From an optimization exercise on the open Yosys and OpenROAD flow, aimed at small area, a short achievable clock period and few clock cycles per item; shortcuts taken in it are not production practice. At most, simulation tests tie the RTL to the original design; equivalence was not proved. Power figures rest on the tool's default switching activity, not on a simulated workload.

Design se_int_lane, start of the top module:
module se_int_lane (
    input  wire        clk,
    input  wire        rst,
    input  wire        in_valid,
    output wire        in_ready,
    input  wire [2:0]  in_kind,
    input  wire [2:0]  in_fn,
    input  wire [1:0]  in_type,
    input  wire [1:0]  in_round,
    input  wire        in_sat,
    input  wire [31:0] in_x,
    input  wire [31:0] in_y,
    input  wire [31:0] in_z,
    output wire        out_valid,
    output wire [31:0] out_result,
    output wire        out_sat
);
Size: about 3,800 cells after synthesis, ~150 I/O pins.
clock: 18.0 ns
lec_check: 0
abc_area: 1
cap_margin: 35
core_margin: 2
core_utilization: 50
place_density: 0.65
slew_margin: 35
standard.sh (not shown) runs the stock make flow with config.mk's settings and CLKGATE_MAP_FILE= SYNTH_SCRIPT=/design/flow/synth_recipe.tcl, a recipe that flattens the netlist after the stock synthesis.
==> flow/flow/run.sh <==
#!/bin/bash
# Own layout flow: the standard flow with the standard synthesis,
# unchanged, except that
#  - after global placement the port buffers are made buf_2 cells instead of
#    the slow clkdlybuf4s50_1 cells buffer_ports picks (every port keeps its
#    buffer), see swap_ports.tcl;
#  - the timing repair of floorplan, CTS and global routing is asked to
#    reach a setup slack of SETUP_SLACK_MARGIN ns. The clock period and
#    every constraint stay the design's: only the optimisation effort changes.
# Each tool's output goes to a log of its own in this folder.
set -euo pipefail
bash standard.sh synth > synth.log 2>&1
export SETUP_SLACK_MARGIN=13.4
RES="$PWD/orfs/results/sky130hd/se_int_lane/base"
bash standard.sh "$RES/3_3_place_gp.odb" > place_gp.log 2>&1
PORT_ODB="$RES/3_3_place_gp.odb" openroad -no_init -exit flow/swap_ports.tcl > swap_ports.log 2>&1
bash standard.sh finish > layout.log 2>&1
==> flow/flow/swap_ports.tcl <==
# Make the port buffers that buffer_ports inserted (input*, output*) plain
# buf_2 cells instead of clkdlybuf4s50_1. Run on the global placement,
# before resizing and detailed placement.
set odb $::env(PORT_ODB)
read_db $odb
set block [ord::get_db_block]
set buf [[ord::get_db] findMaster sky130_fd_sc_hd__buf_2]
set n 0
foreach inst [$block getInsts] {
  set name [$inst getName]
  if { [regexp {^(input|output)[0-9]+$} $name] &&
       [[$inst getMaster] getName] eq "sky130_fd_sc_hd__clkdlybuf4s50_1" } {
    $inst swapMaster $buf
    incr n
  }
}
puts "port buffers swapped: $n"
write_db $odb
Testbench counts at the start, summed over its fixed seeds: cycles 39,847, items 32,000.
Change:
--- a/flow/design.v
+++ b/flow/design.v
@@ -239,17 +239,19 @@
     wire [34:0] alu = ({35{o_cvt}} & {{3{xs[31]}}, xs}) |
                       ({35{o_min | o_max}} & {{3{yss[31]}}, yss}) |
                       ({35{o_lsh}} & {{3{xs[31]}}, lsh}) |
                       ({35{o_rsh}} & {{2{q[32]}}, q}) |
                       {34'd0, o_cmp & cmp_r};
     wire        alu_up = (o_abs & lt) | (o_rsh & up_sh);
     assign r0_en = ~v0 | last;
     wire fin = v0 & last;
-    reg  [15:0] lo0, lo1;        
+    reg  [31:0] o_res;
+    wire [15:0] lo0 = o_res[15:0];
+    wire [15:0] lo1 = o_res[31:16];
     reg  [1:0]  wt;              
     reg         f_v;
     reg  [1:0]  f_rtype;
     reg         f_sat, f_lsh, f_lovf;
     always @(posedge clk) begin
         if (rst) begin
             v0  <= 1'b0;
             rdy <= 1'b1;
@@ -275,19 +277,16 @@
             ia    <= na2 & st_n[0];
             ib    <= ib_n;
             shift <= ~(na2 & nb2 & (st_n == 2'd2));
             last  <= (st_n == last_st);
         end
         accs <= is_mul ? mac_ra : alu;
         accc <= is_mul ? mac_rb : {35{o_add}} & {{2{sd[32]}}, sd};
         wt  <= first ? 2'd0 : wt + {1'b0, shift};
-        if (shift & (wt == 2'd0))
-            lo0 <= accv[15:0];
-        lo1 <= accv[15:0];
         f_v     <= rst ? 1'b0 : fin;
         f_rtype <= rt0;
         f_sat   <= sat0;
         f_up    <= alu_up & ~is_mul;
         f_inv   <= o_abs & lt & ~is_mul;
         f_zero  <= ((o_min & ~lt) | (o_max & lt)) & ~is_mul;
         f_lsh   <= o_lsh & ~is_mul;
         f_lovf  <= lsh_ovf;
@@ -336,21 +335,25 @@
             case (f_rtype)
                 T_INT8:  fitted = {{24{wrapped[7]}}, wrapped[7:0]};
                 T_INT16: fitted = {{16{wrapped[15]}}, wrapped[15:0]};
                 default: fitted = wrapped;
             endcase
         end
     end
     reg        o_v;
-    reg [31:0] o_res;
     reg        o_sat;
     always @(posedge clk) begin
         o_v   <= rst ? 1'b0 : f_v;
-        o_res <= fitted;
+        if (f_v)
+            o_res <= fitted;
+        else if (shift & (wt == 2'd0))
+            o_res[15:0] <= accv[15:0];
+        else if (shift)
+            o_res[31:16] <= accv[15:0];
         o_sat <= f_sat & ovf;
     end
     assign out_valid  = o_v;
     assign out_result = o_res;
     assign out_sat    = o_sat;
 endmodule
 module se_lane_mac (
     input  wire [16:0] a,
Result: Register-to-register slack gains 70 ps; final cell count is higher by 1.5%; total power shrinks by 3.6%; sequential cell count goes down by 32; fmax is lower by 4.3%; synthesized cell count goes up by 1.3%; worst setup slack degrades by 210 ps; via count is higher by 1.6%.
Testbench counts after the change, summed over its fixed seeds: cycles 39,847, items 32,000.

---

Setup of old:
se_int_lane again, from the RTL that the note above started with.
## se_int_lane
module se_int_lane (
    input  wire        clk,
    input  wire        rst,
    input  wire        in_valid,
    output wire        in_ready,
    input  wire [2:0]  in_kind,
    input  wire [2:0]  in_fn,
    input  wire [1:0]  in_type,
    input  wire [1:0]  in_round,
    input  wire        in_sat,
    input  wire [31:0] in_x,
    input  wire [31:0] in_y,
    input  wire [31:0] in_z,
    output wire        out_valid,
    output wire [31:0] out_result,
    output wire        out_sat
);
    localparam K_ADD = 3'd0, K_MUL = 3'd1, K_MAC = 3'd2, K_SHF = 3'd3,
               K_CMP = 3'd4, K_CVT = 3'd5;
    localparam T_INT8 = 2'd0, T_INT16 = 2'd1, T_INT32 = 2'd2;
    localparam R_RNE = 2'd0, R_RTZ = 2'd1, R_RDN = 2'd2, R_RNA = 2'd3;
    reg        rdy;              
    reg        v0;
    reg [2:0]  f0;
    reg [1:0]  t0, rt0, rnd0;    
    reg        sat0;
    reg [31:0] p0, ys, q0;
    reg        is_mul, mac2, na2, nb2;
    reg [1:0]  last_st;
  ...
==> flow/config.mk <==
export PLATFORM = sky130hd
export DESIGN_NAME = se_int_lane
export DESIGN_NICKNAME = se_int_lane
export VERILOG_FILES = /design/flow/design.v
export SDC_FILE = /design/flow/constraint.sdc
export NUM_CORES = 4
export LEC_CHECK = 0
export ABC_AREA = 1
export CAP_MARGIN = 35
export CORE_MARGIN = 2
export CORE_UTILIZATION = 50
export CTS_CLUSTER_DIAMETER = 80
export CTS_CLUSTER_SIZE = 24
export PLACE_DENSITY = 0.65
export SLEW_MARGIN = 35
==> flow/constraint.sdc <==
create_clock -name core_clock -period 18.0 [get_ports {clk}]
set_input_delay 3.6000 -clock core_clock [delete_from_list [all_inputs] [get_ports {clk}]]
set_output_delay 3.6000 -clock core_clock [all_outputs]
set_load 0.01 [all_outputs]
Scripts as last shown in full above: flow/flow/run.sh, flow/flow/swap_ports.tcl
Testbench counts of old, summed over its fixed seeds: cycles 39,847, items 32,000.
Inputs modified between old and new:
--- a/flow/design.v
+++ b/flow/design.v
@@ -97,59 +97,40 @@
                 xu  = p0;
             end
         endcase
     end
     reg  [1:0] st;               
     reg        first;            
     reg        ia, ib;           
     reg        shift;            
     reg        last;             
+    wire       ia_n, ib_n;      
     wire [1:0] st_n = st + 2'd1;
     assign     ib_n = na2 ? st_n[1] : st_n[0];
     assign     ia_n = na2 & st_n[0];
-    reg  [16:0] a17;
-    wire        ia_n;
-    wire [15:0] in_a = in_mac1 ? in_z[15:0] : in_x[15:0];
-    wire [15:0] in_as = (in_type == T_INT8) ? {{8{in_a[7]}}, in_a[7:0]} : in_a;
-    always @(posedge clk) begin
-        if (take)
-            a17 <= {~in_na2 & in_as[15], in_as};
-        else if (ia_n)
-            a17 <= {p0[31], p0[31:16]};
-        else
-            a17 <= {~na2 & xs[15], xs[15:0]};
-    end
+    wire [16:0] a17 = ia ? {p0[31], p0[31:16]} : {~na2 & xs[15], xs[15:0]};
+    wire [16:0] bsrc = ib ? ys[31:15] : {yss[15:0], 1'b0};
     function [2:0] booth;        
         input [2:0] b;
         input       sub;
         begin
             booth[2] = b[1] ^ b[0];
             booth[1] = (b[2] & ~b[1] & ~b[0]) | (~b[2] & b[1] & b[0]);
             booth[0] = b[2] ^ sub;
         end
     endfunction
-    reg  [7:0]  bd_one, bd_two, bd_neg;
-    wire [16:0] in_bsrc = {in_y[15:0], 1'b0};
-    wire        ib_n;            
-    wire [16:0] ys_bsrc = ib_n ? ys[31:15] : {ys[15:0], 1'b0};
-    integer bi;
-    always @(posedge clk) begin
-        for (bi = 0; bi < 8; bi = bi + 1) begin
-            if (take) begin
-                {bd_one[bi], bd_two[bi], bd_neg[bi]} <=
-                    booth(in_bsrc[2*bi +: 3], in_mac2) &
-                    {3{~((in_type == T_INT8) & (bi >= 4))}};
-            end else begin
-                {bd_one[bi], bd_two[bi], bd_neg[bi]} <=
-                    booth(ys_bsrc[2*bi +: 3], mac2);
-            end
+    wire [7:0]  bd_one, bd_two, bd_neg;
+    genvar gb;
+    generate
+        for (gb = 0; gb < 8; gb = gb + 1) begin : g_booth
+            assign {bd_one[gb], bd_two[gb], bd_neg[gb]} = booth(bsrc[2*gb +: 3], mac2);
         end
-    end
+    endgenerate
     reg  [34:0] accs, accc;
     reg         f_up;            
     reg         f_inv, f_zero;   
     wire [34:0] accv;
     se_lane_add u_add (
         .ra  (accs),
         .rb  ((accc ^ {35{f_inv}}) & ~{35{f_zero}}),
         .cin (f_up),
         .sum (accv)
Results
Power in the clock group delta (new − old): favourable. Re area after synthesis: new is 3.3% down on old. Between new and old, the biggest fanout along the worst timing path is higher for new. new reports a higher post-route cell area than old does. Looking at buffer count excluding the clock tree in the final layout across new and old, the one that comes out lower is old. Total power: new and old compared, lower one is new. Wire length on met3 delta for new relative to old: about 36% higher. Compared to old, new has relative contribution of sequential cells to total power 0.8 points lower. Core utilization: new higher than old.
No functional check of the RTL was part of new.

---

Another version of the RTL of se_int_lane (not shown whole).
Size: roughly 3,800 cells after synthesis, roughly 150 I/O pins, about 27,000 sq um of cells after synthesis.
clock: 18.0 ns
lec_check: 0
abc_area: 1
cap_margin: 35
core_margin: 2
core_utilization: 30
place_density: 0.5
slew_margin: 35
run.sh (not shown) runs the stock make flow with config.mk's settings and CLKGATE_MAP_FILE= SYNTH_SCRIPT=/design/flow/synth_recipe.tcl, a recipe that flattens the netlist after the stock synthesis.
Stock flow here: none of the scripts above is used.
The first run completed with no timing, DRC or antenna violations.
Testbench counts at the start, summed over its fixed seeds: cycles 40,019, items 32,000.
Rerun with:
--- a/flow/design.v
+++ b/flow/design.v
@@ -24,18 +24,19 @@
     reg [2:0]  k0, f0;
     reg [1:0]  t0, rnd0;
     reg        sat0;
     reg [31:0] p0, ys, q0;
     reg        is_mul, mac2, na2, nb2;
     reg [1:0]  last_st;
     reg        addsub;                   
     reg        o_sd, o_abs, o_min, o_max, o_cvt, o_lsh, o_rsh, o_cmp;
     reg        n_ge_w;                   
+    reg        rs_ar;                    
     assign in_ready = rdy;
     wire take = in_valid & rdy;
     reg [31:0] in_xs, in_ys, in_zs;
     always @* begin
         case (in_type)
             T_INT8: begin
                 in_xs = {{24{in_x[7]}}, in_x[7:0]};
                 in_ys = {{24{in_y[7]}}, in_y[7:0]};
                 in_zs = {{24{in_z[7]}}, in_z[7:0]};
@@ -76,18 +77,19 @@
             nb2     <= in_nb2;
             last_st <= (in_na2 & in_nb2) ? 2'd3 : (in_na2 | in_nb2) ? 2'd1 : 2'd0;
             addsub  <= ~((in_kind == K_ADD) & (in_fn == 3'd0));
             o_sd    <= (in_kind == K_ADD) & (in_fn[2:1] == 2'd0);
             o_min   <= (in_kind == K_ADD) & (in_fn == 3'd2);
             o_max   <= (in_kind == K_ADD) & (in_fn == 3'd3);
             o_abs   <= (in_kind == K_ADD) & (in_fn == 3'd4);
             o_lsh   <= (in_kind == K_SHF) & (in_fn[1:0] == 2'd2);
             o_rsh   <= (in_kind == K_SHF) & (in_fn[1:0] != 2'd2);
+            rs_ar   <= (in_fn[1:0] == 2'd0);
             o_cmp   <= (in_kind == K_CMP);
             o_cvt   <= (in_kind == K_CVT);
             n_ge_w  <= (in_type == T_INT8)  ? (in_y[4:3] != 2'd0) :
                        (in_type == T_INT16) ? in_y[4] : 1'b0;
         end
     end
     wire [31:0] xs = p0;         
     reg  [31:0] xu;              
     always @* begin
@@ -131,49 +133,64 @@
     se_lane_add33 u_sd (
         .ra  (xs33),
         .rb  (ys33 ^ {33{addsub}}),
         .cin (addsub),
         .sum (sd)
     );
     wire        lt = sd[32];
     wire        eq = (xs == ys);
     wire [4:0]  n = ys[4:0];
-    wire [32:0] s33 = (f0[1:0] == 2'd0) ? {xs[31], xs} : {1'b0, xu};
+    wire [31:0] xs_rev;
+    genvar gr;
+    generate
+        for (gr = 0; gr < 32; gr = gr + 1) begin : g_rev
+            assign xs_rev[gr] = xs[31 - gr];
+        end
+    endgenerate
+    wire [32:0] s33 = o_lsh ? {1'b0, xs_rev} :
+                      rs_ar ? {xs[31], xs} : {1'b0, xu};
     wire [33:0] rsh = $signed({s33, 1'b0}) >>> n;
     wire [32:0] q   = rsh[33:1];
     wire        g   = rsh[0];
-    wire [31:0] below = ~(32'hFFFF_FFFF << n) >> 1;        
+    wire [31:0] below_n = ~(32'hFFFF_FFFF << n);          
+    wire [31:0] below = below_n >> 1;                     
     wire        sticky = |(s33[31:0] & below);
     wire        sneg = s33[32];
     reg         up_sh;
     always @* begin
         case (rnd0)
             R_RNE: up_sh = g & (sticky | q[0]);
             R_RTZ: up_sh = sneg & (g | sticky);
             R_RDN: up_sh = 1'b0;
             default: up_sh = g & (sticky | ~sneg);
         endcase
         if (n_ge_w)
             up_sh = 1'b0;
     end
-    wire [31:0] lsh = xs << n;
-    wire [31:0] dif = {xs[31:1] ^ xs[30:0], xs[0]};       
-    reg  [5:0]  wlim;
-    always @* begin
-        case (t0)
-            T_INT8:  wlim = 6'd8;
-            T_INT16: wlim = 6'd16;
-            default: wlim = 6'd32;
-        endcase
-    end
-    wire [5:0]  lo_i = wlim - {1'b0, n};                  
-    wire [31:0] lmask = n_ge_w ? 32'hFFFF_FFFF : (32'hFFFF_FFFF << lo_i[4:0]);
-    wire        lsh_ovf = |(dif & lmask) & ~(lo_i == 6'd32);
+    wire [31:0] lsh;
+    wire [31:0] dif = {xs[31:1] ^ xs[30:0], xs[0]};
+    wire [31:0] lmask;           
+    generate
+        for (gr = 0; gr < 32; gr = gr + 1) begin : g_lsh
+            assign lsh[gr] = q[31 - gr];
+            if (gr < 8) begin : g8
+                assign lmask[gr] = (t0 == T_INT8)  ? below_n[7 - gr] :
+                                   (t0 == T_INT16) ? below_n[15 - gr] :
+                                                     below_n[31 - gr];
+            end else if (gr < 16) begin : g16
+                assign lmask[gr] = (t0 == T_INT16) ? below_n[15 - gr] :
+                                                     below_n[31 - gr];
+            end else begin : g32
+                assign lmask[gr] = below_n[31 - gr];
+            end
+        end
+    endgenerate
+    wire        lsh_ovf = |(dif & lmask);
     reg         cmp_r;
     always @* begin
         case (f0)
             3'd0: cmp_r = eq;
             3'd1: cmp_r = ~eq;
             3'd2: cmp_r = lt;
             3'd3: cmp_r = lt | eq;
             3'd4: cmp_r = ~(lt | eq);
             default: cmp_r = ~lt;
The new run passed the timing, DRC and antenna checks.
First-iteration DRC count fell by 11%.
Routed wire length falls by 3.7%.
Final cell count falls by 4.3%.
Synthesized cell count decreases by 5.1%.
Design area decreases by 2.5%.
Non-clock buffer count falls by 7.
Testbench counts after the change, summed over its fixed seeds: cycles 40,019, items 32,000.

---

## the previous run
se_int_lane, a different RTL version from the one above (not shown whole).
Size: roughly 4000 cells after synthesis, roughly 320 flip-flops, about 0.028 mm^2 of cells after synthesis.
// se_int_lane
module se_int_lane (
    input  wire        clk,
    input  wire        rst,
    input  wire        in_valid,
    output wire        in_ready,
    input  wire [2:0]  in_kind,
    input  wire [2:0]  in_fn,
    input  wire [1:0]  in_type,
    input  wire [1:0]  in_round,
    input  wire        in_sat,
    input  wire [31:0] in_x,
    input  wire [31:0] in_y,
    input  wire [31:0] in_z,
    output wire        out_valid,
    output wire [31:0] out_result,
    output wire        out_sat
);
    localparam K_ADD = 3'd0, K_MUL = 3'd1, K_MAC = 3'd2, K_SHF = 3'd3,
               K_CMP = 3'd4, K_CVT = 3'd5;
    localparam T_INT8 = 2'd0, T_INT16 = 2'd1, T_INT32 = 2'd2;
    localparam R_RNE = 2'd0, R_RTZ = 2'd1, R_RDN = 2'd2, R_RNA = 2'd3;
    reg        rdy;              
    reg        v0;
    reg [2:0]  k0, f0;
    reg [1:0]  t0, rnd0;
    reg        sat0;
    reg [31:0] p0, ys, q0;
    reg        is_mul, mac2, na2, nb2;
    reg [1:0]  last_st;
    reg        addsub;                   
    reg        o_sd, o_abs, o_min, o_max, o_cvt, o_lsh, o_rsh, o_cmp;
    reg        n_ge_w;                   
    reg        rs_ar;                    
    assign in_ready = rdy;
    wire take = in_valid & rdy;
    wire in_mul  = (in_kind == K_MUL) | (in_kind == K_MAC);
  ...
Settings: LEC_CHECK=0, ABC_AREA=1, CAP_MARGIN=35, CORE_MARGIN=2, CORE_UTILIZATION=30, PLACE_DENSITY=0.5, SLEW_MARGIN=35; clock period 18.0 ns.
Testbench counts of the previous run, summed over its fixed seeds: cycles 40,019, items 32,000.
### the previous run -> the current run
--- a/flow/design.v
+++ b/flow/design.v
@@ -97,29 +97,17 @@
     end
     reg  [1:0] st;               
     reg        first;            
     reg        ia, ib;           
     reg        shift;            
     reg        last;             
     wire [1:0] st_n = st + 2'd1;
     assign     ib_n = na2 ? st_n[1] : st_n[0];
-    assign     ia_n = na2 & st_n[0];
-    reg  [16:0] a17;
-    wire        ia_n;
-    wire [15:0] in_a = in_mac1 ? in_z[15:0] : in_x[15:0];
-    wire [15:0] in_as = (in_type == T_INT8) ? {{8{in_a[7]}}, in_a[7:0]} : in_a;
-    always @(posedge clk) begin
-        if (take)
-            a17 <= {~in_na2 & in_as[15], in_as};
-        else if (ia_n)
-            a17 <= {p0[31], p0[31:16]};
-        else
-            a17 <= {~na2 & xs[15], xs[15:0]};
-    end
+    wire [16:0] a17 = ia ? {p0[31], p0[31:16]} : {~na2 & xs[15], xs[15:0]};
     function [2:0] booth;        
         input [2:0] b;
         input       sub;
         begin
             booth[2] = b[1] ^ b[0];
             booth[1] = (b[2] & ~b[1] & ~b[0]) | (~b[2] & b[1] & b[0]);
             booth[0] = b[2] ^ sub;
         end
--- outcome ---
Compound-cell area share of the yosys netlist delta for the current run relative to the previous run: 0.18 points lower
When the current run is measured against the previous run, its share of the clock period used by the worst path turns out 4.1 points higher.
The current run vs. the previous run: arithmetic-cell share of the synthesized area counting full adders, half adders and majority gates rose by 0.27 points, wire length fell by 1.2%, first-pass GRT wire length stayed essentially flat.
Cell area after layout shrinks slightly when moving from the previous run to the current run.
When the current run is measured against the previous run, its initial antenna violation count turns out 9 lower.
Comparing the current run and the previous run, the lower total met2 wirelength after detailed routing is on the previous run.
The current run: post-synthesis cell type count 3 above the previous run
Testbench counts of the current run, summed over its fixed seeds: cycles 40,019, items 32,000.

static timing again, ports no longer ideal:
Ports are ideal in the flow. The routed layouts listed here were re-timed in OpenROAD. Step 1 (the two cells are an assumption about what drives the block):
set clk [get_ports {clk}]
set_driving_cell -lib_cell sky130_fd_sc_hd__clkbuf_16 $clk
set_driving_cell -lib_cell sky130_fd_sc_hd__buf_2 [delete_from_list [all_inputs] $clk]
Step 2 times the ports against the registers' clock, not the clock port: input delays grow and output delays shrink by t, the midpoint of the rising clock arrivals with the driver on. Three values: no drivers, after step 1, after step 2; two values: the first two.
| run | t (ns) | setup WS [ns] | worst hold slack (ns) | worst setup path at the end |
|---|---|---|---|---|
| the first run of note 1 | 0.641 | 13.391 / 13.328 / 12.776 | 0.348 / 0.348 / 0.348 | input to register |
| the second run of note 1 | 0.662 | 13.185 / 13.122 / 12.744 | 0.340 / 0.340 / 0.340 | input to register |
| old | 0.633 | 13.378 / 13.313 / 12.820 | 0.358 / 0.358 / 0.358 | input to register |
| new | 0.640 | 12.723 / 12.723 / 12.621 | 0.358 / 0.358 / 0.358 | input to register |
| the first run of note 3 | 0.649 | 11.829 / 11.870 / 11.221 | 0.344 / 0.344 / 0.344 | input to register |
| the second run of note 3 | 0.621 | 11.736 / 11.781 / 11.160 | 0.343 / 0.343 / 0.343 | input to register |
| the previous run | 0.641 | 12.173 / 12.205 / 11.573 | 0.340 / 0.340 / 0.340 | input to register |
| the current run | 0.643 | 11.426 / 11.426 / 11.426 | 0.343 / 0.343 / 0.343 | register to register |
After both steps setup and hold are still met in every run listed. The setup slack of the first run of note 1, which loses most, moves by -0.063 ns with the drivers and by -0.615 ns with both steps.
